What follows belongs to an exercise in optimizing a design on an open flow for small area, a short achievable clock period and few clock cycles; a production flow would make more cautious choices. At most, simulation tests tie the RTL to the original design; equivalence was not proved. Power and IR drop assume default switching activity.

==> trial 43 <==
Design lens_array, start of the top module:
module lens_array (
    input  wire         clk,
    input  wire         rst,
    input  wire         s_valid,
    output wire         s_ready,
    input  wire [63:0]  s_key,       
    input  wire [4:0]   s_klen,      
    input  wire [3:0]   s_first,     
    input  wire [3:0]   s_last,      
    input  wire [3:0]   s_ver,       
    input  wire [3:0]   s_oldest,    
    input  wire [19:0]  s_miss,      
    output reg          r_valid,
    output reg          r_hit,
    output reg  [19:0]  r_ptr,
    output reg  [3:0]   r_row,
    output reg  [15:0]  r_prio,
    input  wire         w_valid,
    output wire         w_ready,
    input  wire [1:0]   w_op,        
    input  wire [3:0]   w_row,
    input  wire [3:0]   w_staged,    
    input  wire [255:0] w_cells,     
    input  wire [15:0]  w_prio,
    input  wire [17:0]  w_result,
    input  wire [3:0]   w_birth,
    input  wire [3:0]   w_death,
    input  wire         w_born,
    input  wire         w_dying,
    output reg          wr_valid,
    output reg  [2:0]   wr_code      
);
clock: 55.0 ns
lec_check: 0
cap_margin: 20
core_margin: 2
core_utilization: 60
cts_cluster_diameter: 100
cts_cluster_size: 30
slew_margin: 20
standard.sh (not shown) runs the stock make flow with config.mk's settings and CLKGATE_MAP_FILE= SYNTH_SCRIPT=/design/flow/synth_recipe.tcl, a recipe that flattens the netlist after the stock synthesis.
==> flow/flow/run.sh <==
#!/bin/bash
# The standard ORFS layout, with three changes to how it is made:
#  - synthesis is the standard script, except that ABC maps the logic with
#    flow/abc_area_nf.script (an area-oriented &nf mapping) and adders and
#    comparators are left to ABC instead of being mapped to half/full adder
#    cells; registers are mapped by the same dfflibmap step as before, so
#    they are unchanged;
#  - ports are buffered with buf_2 instead of the default delay buffer;
#  - repair_timing keeps a wide setup margin, so that it sizes paths for a
#    short achieved period (the clock stays at the design's period).
# Each tool's full output stays in orfs/logs/; make's own output goes to
# flow_make.log here.
set -euo pipefail
W=$PWD
# synthesis core: ORFS's synth.tcl with the ABC script swapped
sed 's#^source $::env(SCRIPTS_DIR)/synth_preamble.tcl$#&\nset abc_args [lreplace $abc_args 1 1 '"$W"'/flow/abc_area_nf.script]#' \
    "$FLOW_HOME/scripts/synth.tcl" > "$W/flow_synth_core.tcl"
grep -q abc_area_nf "$W/flow_synth_core.tcl"
sed 's#source $::env(SCRIPTS_DIR)/synth.tcl#source '"$W"'/flow_synth_core.tcl#' \
    "$W/synth_recipe.tcl" > "$W/flow_synth.tcl"
grep -q flow_synth_core "$W/flow_synth.tcl"
bash standard.sh SYNTH_SCRIPT="$W/flow_synth.tcl" \
    BUFFER_PORTS_ARGS="-buffer_cell sky130_fd_sc_hd__buf_2" \
    ADDER_MAP_FILE= SETUP_SLACK_MARGIN=42 finish > "$W/flow_make.log" 2>&1
==> flow/flow/abc_area_nf.script <==
&get -n
&st
&dch -f
&nf -R 1000
&put
&get -n
&st
&dch -f
&nf -R 1000
&put
topo
==> inputs of trial 12, as changes to trial 43 <==
--- a/flow/design.v
+++ b/flow/design.v
@@ -53,12 +53,13 @@
     reg [63:0]  sk;
     reg [4:0]   skl;
     reg [3:0]   sf, sl, sver, sold;
     reg [19:0]  smiss;
     reg         wbusy;       
     reg         wrdy;        
+    reg         wtake;       
     reg         wv;          
     reg [1:0]   wop;
     reg [3:0]   wrow, wstg;
     reg [PW-1:0] wpay;
     reg [3:0]   wbir, wdea;
     reg         wbn, wdy;
@@ -69,21 +70,20 @@
         sv <= s_valid & ~rst;
         sk <= s_key; skl <= s_klen; sf <= s_first; sl <= s_last;
         sver <= s_ver; sold <= s_oldest; smiss <= s_miss;
     end
     always @(posedge clk) begin
         wv <= w_fire & ~rst;
-        if (!wbusy) begin
-            wop <= w_op; wrow <= w_row; wstg <= w_staged;
-            wpay <= {w_result, w_prio, w_cells};
-            wbir <= w_birth; wdea <= w_death; wbn <= w_born; wdy <= w_dying;
-        end
+        wop <= w_op; wstg <= w_staged;
+        wbir <= w_birth; wdea <= w_death; wbn <= w_born; wdy <= w_dying;
+        wrow <= ({4{wtake}} & w_row) | ({4{wbusy}} & wrow);
+        wpay <= ({PW{wtake}} & {w_result, w_prio, w_cells}) | ({PW{wbusy}} & wpay);
     end
-    reg [ROWS-1:0] valid, dying, born;
-    reg [3:0]      birth [0:ROWS-1];
-    reg [3:0]      death [0:ROWS-1];
+    integer r;
+    reg [ROWS-1:0]   valid, dying, born;
+    reg [4*ROWS-1:0] birth, death;       
     reg [2:0] w_code;
     always @(*) begin
         w_code = RC_DONE;
         case (wop)
             OP_WRITE: begin
                 if (valid[wrow])                  w_code = RC_OCCUPIED;
@@ -92,45 +92,55 @@
             end
             OP_DEATH: begin
                 if (!valid[wrow] || dying[wrow])  w_code = RC_STATE;
                 else if (wdea != wstg)            w_code = RC_VERSION;
             end
             OP_REVIVE: begin
-                if (!valid[wrow] || !dying[wrow] || death[wrow] != wstg)
+                if (!valid[wrow] || !dying[wrow] || death[4*wrow +: 4] != wstg)
                                                   w_code = RC_STATE;
             end
             default: w_code = RC_DONE;
         endcase
     end
     wire w_do = wv && w_code == RC_DONE;
-    always @(posedge clk) begin
-        if (rst) begin
-            valid <= {ROWS{1'b0}};
-        end else if (w_do) begin
-            case (wop)
-                OP_WRITE: begin
-                    birth[wrow] <= wbir;
-                    born[wrow]  <= wbn;
-                    dying[wrow] <= 1'b0;
-                    valid[wrow] <= 1'b1;
-                end
-                OP_DEATH: begin
-                    dying[wrow] <= 1'b1;
-                    death[wrow] <= wdea;
-                end
-                OP_REVIVE: begin
-                    dying[wrow] <= 1'b0;
-                end
-                OP_CLEAR: begin
-                    valid[wrow] <= 1'b0;
-                end
-                default: ;
-            endcase
+    wire [ROWS-1:0] wsel = w_do ? ({{(ROWS-1){1'b0}}, 1'b1} << wrow) : {ROWS{1'b0}};
+    reg  [ROWS-1:0]   valid_nx, dying_nx, born_nx;
+    reg  [4*ROWS-1:0] birth_nx, death_nx;
+    always @(*) begin
+        for (r = 0; r < ROWS; r = r + 1) begin
+            valid_nx[r]       = valid[r];
+            dying_nx[r]       = dying[r];
+            born_nx[r]        = born[r];
+            birth_nx[4*r +: 4] = birth[4*r +: 4];
+            death_nx[4*r +: 4] = death[4*r +: 4];
+            if (wsel[r]) begin
+                case (wop)
+                    OP_WRITE: begin
+                        valid_nx[r]        = 1'b1;
+                        dying_nx[r]        = 1'b0;
+                        born_nx[r]         = wbn;
+                        birth_nx[4*r +: 4] = wbir;
+                    end
+                    OP_DEATH: begin
+                        dying_nx[r]        = 1'b1;
+                        death_nx[4*r +: 4] = wdea;
+                    end
+                    OP_REVIVE: dying_nx[r] = 1'b0;
+                    default:   valid_nx[r] = 1'b0;
+                endcase
+            end
         end
     end
     always @(posedge clk) begin
+        valid <= rst ? {ROWS{1'b0}} : valid_nx;
+        dying <= dying_nx;
+        born  <= born_nx;
+        birth <= birth_nx;
+        death <= death_nx;
+    end
+    always @(posedge clk) begin
         if (rst) begin
             wr_valid <= 1'b0;
         end else begin
             wr_valid <= wv;
         end
         wr_code <= w_code;
@@ -139,47 +149,58 @@
     wire [3:0] land_slot = wrow - ph1;
     wire       landable  = land_slot[1:0] == 2'd0;
     wire       w_new     = w_do && wop == OP_WRITE;
     wire       need      = pend | w_new;
     wire       land      = need & landable;
     wire       pend_nx   = need & ~landable;
-    wire       w_fails   = w_dying || (w_born && w_birth != w_staged) ||
-                           (valid[w_row] && !(wv && wop == OP_CLEAR && wrow == w_row));
-    wire [3:0] nslot_in  = w_row - ph1 - 4'd1;
-    wire [3:0] nslot_hd  = wrow - ph1 - 4'd1;
-    wire busy_nx = pend_nx ? (nslot_hd[1:0] != 2'd0)
-                           : (w_fire && w_op == OP_WRITE && !w_fails && nslot_in[1:0] != 2'd0);
+    wire       w_hit_row = w_do && wrow == w_row;
+    wire       v_after   = (w_hit_row && wop == OP_WRITE) ? 1'b1 :
+                           (w_hit_row && wop == OP_CLEAR) ? 1'b0 : valid[w_row];
+    wire       w_succ    = w_op == OP_WRITE && !w_dying &&
+                           (!w_born || w_birth == w_staged) && !v_after;
+    wire       need_nx   = pend_nx | (w_fire & w_succ);
+    wire [3:0] slot_nx   = (pend_nx ? wrow : w_row) - ph1 - 4'd1;
+    wire       busy_nx   = need_nx & (slot_nx[1:0] != 2'd0);
+    wire [ROWS/PSTEP-1:0] psel_nx = {{(ROWS/PSTEP-1){1'b0}}, need_nx & slot_nx[1:0] == 2'd0}
+                                    << slot_nx[3:2];
+    reg  [ROWS/PSTEP-1:0] psel, pkeep;
     always @(posedge clk) begin
         if (rst) begin
             pend  <= 1'b0;
             wbusy <= 1'b0;
             wrdy  <= 1'b1;
+            psel  <= {(ROWS/PSTEP){1'b0}};
+            pkeep <= {(ROWS/PSTEP){1'b1}};
         end else begin
             pend  <= pend_nx;
             wbusy <= busy_nx;
             wrdy  <= ~busy_nx;
+            psel  <= psel_nx;
+            pkeep <= ~psel_nx;
         end
     end
+    always @(posedge clk)
+        wtake <= ~(busy_nx & ~rst);
     reg [PW-1:0] ring [0:ROWS-1];
     integer k;
     always @(posedge clk) begin
         for (k = 0; k < ROWS; k = k + 1) begin
-            if (k % PSTEP == 0 && land && land_slot == k)
-                ring[k] <= wpay;
+            if (k % PSTEP == 0)
+                ring[k] <= ({PW{psel[k/PSTEP]}} & wpay) |
+                           ({PW{pkeep[k/PSTEP]}} & ring[(k + 1) % ROWS]);
             else
                 ring[k] <= ring[(k + 1) % ROWS];
         end
     end
     wire [3:0] rel_v = sver - sold;
     reg [ROWS-1:0] lbase;
     reg [3:0] rel_b, rel_d;
-    integer r;
     always @(*) begin
         for (r = 0; r < ROWS; r = r + 1) begin
-            rel_b = birth[r] - sold;
-            rel_d = death[r] - sold;
+            rel_b = birth[4*r +: 4] - sold;
+            rel_d = death[4*r +: 4] - sold;
             lbase[r] = valid[r] && r >= sf && r <= sl &&
                        (!born[r] || rel_b[3] || rel_b <= rel_v) &&
                        (!dying[r] || (!rel_d[3] && rel_v < rel_d));
         end
     end
     wire [ROWS-1:0] lring = lbase & ~({{(ROWS-1){1'b0}}, pend} << wrow);
@@ -225,12 +246,18 @@
             g3[1] = g2[3] | (e2[3] & g2[2]); e3[1] = e2[3] & e2[2];
             g3[2] = g2[4]; e3[2] = e2[4];
             g4[0] = g3[1] | (e3[1] & g3[0]); e4[0] = e3[1] & e3[0];
             gt20 = g3[2] | (e3[2] & g4[0]);
         end
     endfunction
+    function gt17;
+        input [16:0] a, b;
+        begin
+            gt17 = gt20({a, 3'b000}, {b, 3'b000});
+        end
+    endfunction
     reg  [ROWS-1:0] m1;
     always @(*) begin
         for (n = 0; n < ROWS; n = n + 1)
             m1[n] = pmask[n] & cmatch(ring[n][255:0]);
     end
     wire p1 = pend & lbase[wrow] & cmatch(wpay[255:0]);
@@ -245,36 +272,42 @@
         smiss2 <= smiss;
         mv     <= {m1[0], m1[ROWS-1:1]} | land1;
         pv     <= p1 & ~land;
     end
     reg        t_hit  [0:30];
     reg [15:0] t_prio [0:30];
-    reg [3:0]  t_row  [0:30];
+    reg        t_wrap [0:30];
+    reg [3:0]  t_slot [0:30];
+    reg [4:0]  ksum;
     reg        gt;
     always @(*) begin
         for (n = 0; n < 16; n = n + 1) begin
+            ksum         = n + ph;
             t_hit[15+n]  = mv[n];
             t_prio[15+n] = ring[n][271:256];
-            t_row[15+n]  = n[3:0] + ph;
+            t_wrap[15+n] = ksum[4];
+            t_slot[15+n] = n[3:0];
         end
         for (n = 14; n >= 0; n = n - 1) begin
-            gt = gt20({t_prio[2*n+2], ~t_row[2*n+2]}, {t_prio[2*n+1], ~t_row[2*n+1]});
+            gt = gt17({t_prio[2*n+2], t_wrap[2*n+2]}, {t_prio[2*n+1], t_wrap[2*n+1]});
             if (t_hit[2*n+2] && (!t_hit[2*n+1] || gt)) begin
-                t_hit[n] = 1'b1; t_prio[n] = t_prio[2*n+2]; t_row[n] = t_row[2*n+2];
+                t_hit[n] = 1'b1; t_prio[n] = t_prio[2*n+2];
+                t_wrap[n] = t_wrap[2*n+2]; t_slot[n] = t_slot[2*n+2];
             end else begin
-                t_hit[n] = t_hit[2*n+1]; t_prio[n] = t_prio[2*n+1]; t_row[n] = t_row[2*n+1];
+                t_hit[n] = t_hit[2*n+1]; t_prio[n] = t_prio[2*n+1];
+                t_wrap[n] = t_wrap[2*n+1]; t_slot[n] = t_slot[2*n+1];
             end
         end
     end
+    wire [3:0]  t_row  = t_slot[0] + ph;
     wire [15:0] p_prio = wpay[271:256];
-    wire        p_win  = pv && (!t_hit[0] || gt20({p_prio, ~wrow}, {t_prio[0], ~t_row[0]}));
+    wire        p_win  = pv && (!t_hit[0] || gt20({p_prio, ~wrow}, {t_prio[0], ~t_row}));
     wire        best_hit  = t_hit[0] | pv;
-    wire [3:0]  best_row  = p_win ? wrow : t_row[0];
+    wire [3:0]  best_row  = p_win ? wrow : t_row;
     wire [15:0] best_prio = p_win ? p_prio : t_prio[0];
-    wire [3:0]  t_slot    = t_row[0] - ph;
-    wire [17:0] best_res  = p_win ? wpay[289:272] : ring[t_slot][289:272];
+    wire [17:0] best_res  = p_win ? wpay[289:272] : ring[t_slot[0]][289:272];
     always @(posedge clk) begin
         if (rst) begin
             r_valid <= 1'b0;
         end else begin
             r_valid <= sv2;
         end
--- a/flow/flow/run.sh
+++ b/flow/flow/run.sh
@@ -18,7 +18,7 @@
 grep -q abc_area_nf "$W/flow_synth_core.tcl"
 sed 's#source $::env(SCRIPTS_DIR)/synth.tcl#source '"$W"'/flow_synth_core.tcl#' \
     "$W/synth_recipe.tcl" > "$W/flow_synth.tcl"
 grep -q flow_synth_core "$W/flow_synth.tcl"
 bash standard.sh SYNTH_SCRIPT="$W/flow_synth.tcl" \
     BUFFER_PORTS_ARGS="-buffer_cell sky130_fd_sc_hd__buf_2" \
-    ADDER_MAP_FILE= SETUP_SLACK_MARGIN=42 finish > "$W/flow_make.log" 2>&1
+    ADDER_MAP_FILE= SETUP_SLACK_MARGIN=43 finish > "$W/flow_make.log" 2>&1
==> comparison <==
- Trial 43 finished with timing, DRC and antenna clean. Trial 12 ran to the end with violations: capacitance limit, slew limit.
- Against trial 43, the clock-buffer cell count of trial 12 is lower by 70.
- Of trial 43 and trial 12, trial 43 has the higher die area (gap about 2.2%, measured against trial 12).
- In trial 43 the fmax is smaller than in trial 12, by 2.3%.
- Register-to-register slack is about the same in trial 12 and trial 43.
- Sequential share of layout area: trial 43 is higher than trial 12 (1.5 points).
==> figures <==
| item | trial 43 | trial 12 |
|---|---|---|
| Ratio of final minimum period to clock period | 0.231 | 0.226 |
| Total iterations of the first detailed-routing run | 14 | 13 |
| Number of clock-tree buffers in the layout | 285 | 215 |
| Placed instance count | 16500 | 16700 |
| Power attributed to sequential cells | 0.00450 W | 0.00414 W |
| # resized after CTS | 14 | 232 |
| Width of the die | 524 µm | 518 µm |
| Vias after detailed routing | 111000 | 119000 |
| GR Layer Usage met2 | 0.553 | 0.582 |
| Number of post-CTS setup repair buffers | 3 | 67 |
| Run status | no timing/DRC/antenna violations | failed layout checks |
| Layout check failures | - | capacitance limit, slew limit |
| Post-route standard cell area excluding fillers | 179000 µm² | 179000 µm² |
Testbench counts of trial 12, summed over its fixed seeds: cycles 16,375.
Only the layout flow was run in trial 43; the RTL was not checked for function there.

re-timing with driven ports:
No port has a modelled driver above. Below, the same layouts with a new extraction and two added sets of constraints.
Step 1, drivers: a clkbuf_16 drives clk and a buf_2 each remaining input, both assumed.
Step 2 moves the port delays by t, midway between the first and last clock arrival at a register: inputs arrive t later, outputs are due t later. That takes back most of the time a late clock gives input paths.
Three values: no drivers, after step 1, after step 2; two values: the first two.
run	t, ns	slack for setup (ns)	worst hold slack (ns)	worst register clock-pin slew, ns	pins driven straight from the clock port
trial 43	1.036	42.295 / 42.334 / 41.342	0.326 / 0.326 / 0.326	0.12 / 0.12	1
trial 12	1.027	42.591 / 42.486 / 41.941	0.321 / 0.321 / 0.321	0.12 / 0.12	1
For trial 43, which loses most, drivers alone change the setup slack by +0.039 ns; drivers and shift together by -0.953 ns.
